This is an optimization exercise on Yosys and OpenROAD, whose aim is small area, a short achievable clock period and few clock cycles per item, not a production implementation.
Where RTL was checked, it was by simulation tests only, not by an equivalence proof against the original.

== 05-11 ==
Design kdf_sha256, start of the top module:
module kdf_sha256 (
    input  wire         clk,
    input  wire         rst,
    input  wire         in_valid,
    output wire         in_ready,
    input  wire         in_first,
    input  wire [511:0] in_block,
    output wire         out_valid,
    input  wire         out_ready,
    output wire [255:0] out_digest
);
For scale: ~4500 cells after synthesis, roughly 1100 flip-flops, about 780 I/O pins, roughly 51000 um2 of cells after synthesis.
export LEC_CHECK = 0
export CAP_MARGIN = 20
export CORE_MARGIN = 2
export CORE_UTILIZATION = 55
export SETUP_SLACK_MARGIN = 5
export SLEW_MARGIN = 30
create_clock -name core_clock -period 10.0 [get_ports {clk}]
run.sh (not shown) runs the stock make flow with config.mk's settings and CLKGATE_MAP_FILE= SYNTH_SCRIPT=/design/flow/synth_recipe.tcl, a recipe that flattens the netlist after the stock synthesis.
### 05-11 -> 08-24
Settings: CORE_UTILIZATION now 40, was 55.
==> flow/flow/run.sh (new file) <==
#!/bin/bash
# The standard layout (the standard.sh, which runs ORFS from synthesis to the
# final layout), with the I/O port buffers that global placement inserts made
# sky130_fd_sc_hd__buf_1 instead of the buffer ORFS picks by itself
# (clkdlybuf4s50_1, 2.7x the area).  Every port still gets its buffer.
set -euo pipefail
export BUFFER_PORTS_ARGS="-buffer_cell sky130_fd_sc_hd__buf_1"
bash standard.sh > standard.log 2>&1
==> flow/standard.sh (new file) <==
#!/bin/bash
# synth_recipe.tcl (not shown) runs the flow's synth.tcl, then flattens the netlist and writes it again
# the make line also repeats each setting of config.mk as NAME=value (left out here)
make -C /OpenROAD-flow-scripts/flow DESIGN_CONFIG=/design/flow/config.mk WORK_HOME=/design/flow/orfs CLKGATE_MAP_FILE= SYNTH_SCRIPT=/design/flow/synth_recipe.tcl "${@:-finish}"
removed: flow/run.sh
Findings:
- Diff 05-11 -> 08-24 | non-clock buffer count | up slightly
- 05-11 → 08-24: fraction of final layout cells sized beyond drive strength 1 down 0.36 points, register-to-register slack down 150 ps, worst-case headroom to the max-slew limit up 3.2 points, placeable core region up 37%.
- NOTE: weighted congestion at the end of routability-driven global placement in 08-24 falls short of that of 05-11
- 08-24 ended with every stage complete and zero timing, DRC or antenna violations.
- | H-tree depth | 05-11 vs 08-24 | ≈ equal |
- Compared with 05-11, placement density in the core of 08-24 is lower.
No run of this note included a check of the RTL's function; only the layout flow was run.

========
kdf_sha256, a different RTL version from the one above (not shown whole).
Size in the first run: about 4400 cells after synthesis, about 1100 flip-flops, roughly 780 I/O pins, about 0.050 mm² of cells after synthesis.
clock: 10.0 ns
lec_check: 0
cap_margin: 20
core_margin: 2
core_utilization: 40
cts_cluster_diameter: 70
cts_cluster_size: 25
place_density: 0.7
setup_slack_margin: 5
slew_margin: 30
standard.sh (not shown) runs the stock make flow with config.mk's settings and CLKGATE_MAP_FILE= SYNTH_SCRIPT=/design/flow/synth_recipe.tcl, a recipe that flattens the netlist after the stock synthesis.
==> flow/flow/run.sh <==
#!/bin/bash
# The standard layout (the standard.sh, which runs ORFS from synthesis to the
# final layout), with the I/O port buffers that global placement inserts made
# sky130_fd_sc_hd__buf_1 instead of the buffer ORFS picks by itself
# (clkdlybuf4s50_1, 2.7x the area).  Every port still gets its buffer.
set -euo pipefail
export BUFFER_PORTS_ARGS="-buffer_cell sky130_fd_sc_hd__buf_1"
bash standard.sh SETUP_SLACK_MARGIN=6 finish > standard.log 2>&1
Testbench counts at the start, summed over its fixed seeds: cycles 52,296, items 768.
Change:
--- a/flow/flow/run.sh
+++ b/flow/flow/run.sh
@@ -6,3 +6,3 @@
 set -euo pipefail
 export BUFFER_PORTS_ARGS="-buffer_cell sky130_fd_sc_hd__buf_1"
-bash standard.sh SETUP_SLACK_MARGIN=6 finish > standard.log 2>&1
+bash standard.sh SETUP_SLACK_MARGIN=6.3 finish > standard.log 2>&1
Settings changed: PLACE_DENSITY 0.7 to default.
The new run completed without violations.
Synthesized cell count stays the same.
Core utilization went up by 1.1 points.
Worst hold slack is better by 0.012 ns.
Final cell count went up by 0.49%.
Setup slack is worse by 0.061 ns.
Maximum frequency went down by 1.3%.
Die area stays the same.
Change:
--- a/flow/flow/run.sh
+++ b/flow/flow/run.sh
@@ -6,3 +6,3 @@
 set -euo pipefail
 export BUFFER_PORTS_ARGS="-buffer_cell sky130_fd_sc_hd__buf_1"
-bash standard.sh SETUP_SLACK_MARGIN=6.3 finish > standard.log 2>&1
+bash standard.sh SETUP_SLACK_MARGIN=6 finish > standard.log 2>&1
Settings changed: PLACE_DENSITY from default to 0.5.
Outcome: The changed run finished clean; non-clock buffer count falls by 30; die area stays the same; final cell count barely changes.
Change:
Settings changed: CTS_CLUSTER_DIAMETER 70 to 60, CTS_CLUSTER_SIZE 25 to 30, PLACE_DENSITY 0.5 to default.
After rerunning: The changed run ran to the end with no violations. Global-route usage came out lower by 0.90 points. Sequential share of layout area came out lower by 0.32 points. Cell count barely changes. Wire length came out lower by a few percent. Cell area came out higher slightly.

==> afterwards: timing with drivers on the ports <==
The results above use ideal ports. As a check the final layouts listed here were re-extracted and re-timed, cells and wires unchanged.
Step 1 (the two cells are an assumption about what drives the block):
set clk [get_ports {clk}]
set_driving_cell -lib_cell sky130_fd_sc_hd__clkbuf_16 $clk
set_driving_cell -lib_cell sky130_fd_sc_hd__buf_2 [delete_from_list [all_inputs] $clk]
Step 2, shift: input delay + t, output delay - t, t = (earliest + latest rising clock arrival at the registers) / 2. This alone moves slack from input paths to output paths.
a / b / c = ideal / step 1 / step 2; a / b = the first two.
| run | t, ns | setup WS [ns] | hold WS [ns] | worst register clock-pin slew, ns |
|---|---|---|---|---|
| 05-11 | 0.787 | 4.992 / 4.992 / 4.992 | 0.237 / 0.237 / 0.237 | 0.09 / 0.09 |
| 08-24 | 0.776 | 4.844 / 4.844 / 4.844 | 0.298 / 0.298 / 0.298 | 0.07 / 0.07 |
| the first run of note 2 | 0.746 | 5.435 / 5.435 / 5.435 | 0.305 / 0.305 / 0.305 | 0.10 / 0.10 |
| the second run of note 2 | 0.748 | 5.374 / 5.374 / 5.316 | 0.317 / 0.317 / 0.317 | 0.10 / 0.10 |
| the third run of note 2 | 0.777 | 5.354 / 5.354 / 5.354 | 0.277 / 0.277 / 0.277 | 0.10 / 0.10 |
| the fourth run of note 2 | 0.766 | 5.440 / 5.440 / 5.440 | 0.286 / 0.286 / 0.286 | 0.10 / 0.10 |
After both steps setup and hold are still met in every run listed. The setup slack of the second run of note 2, which loses most, moves by 0.000 ns with the drivers and by -0.058 ns with both steps.
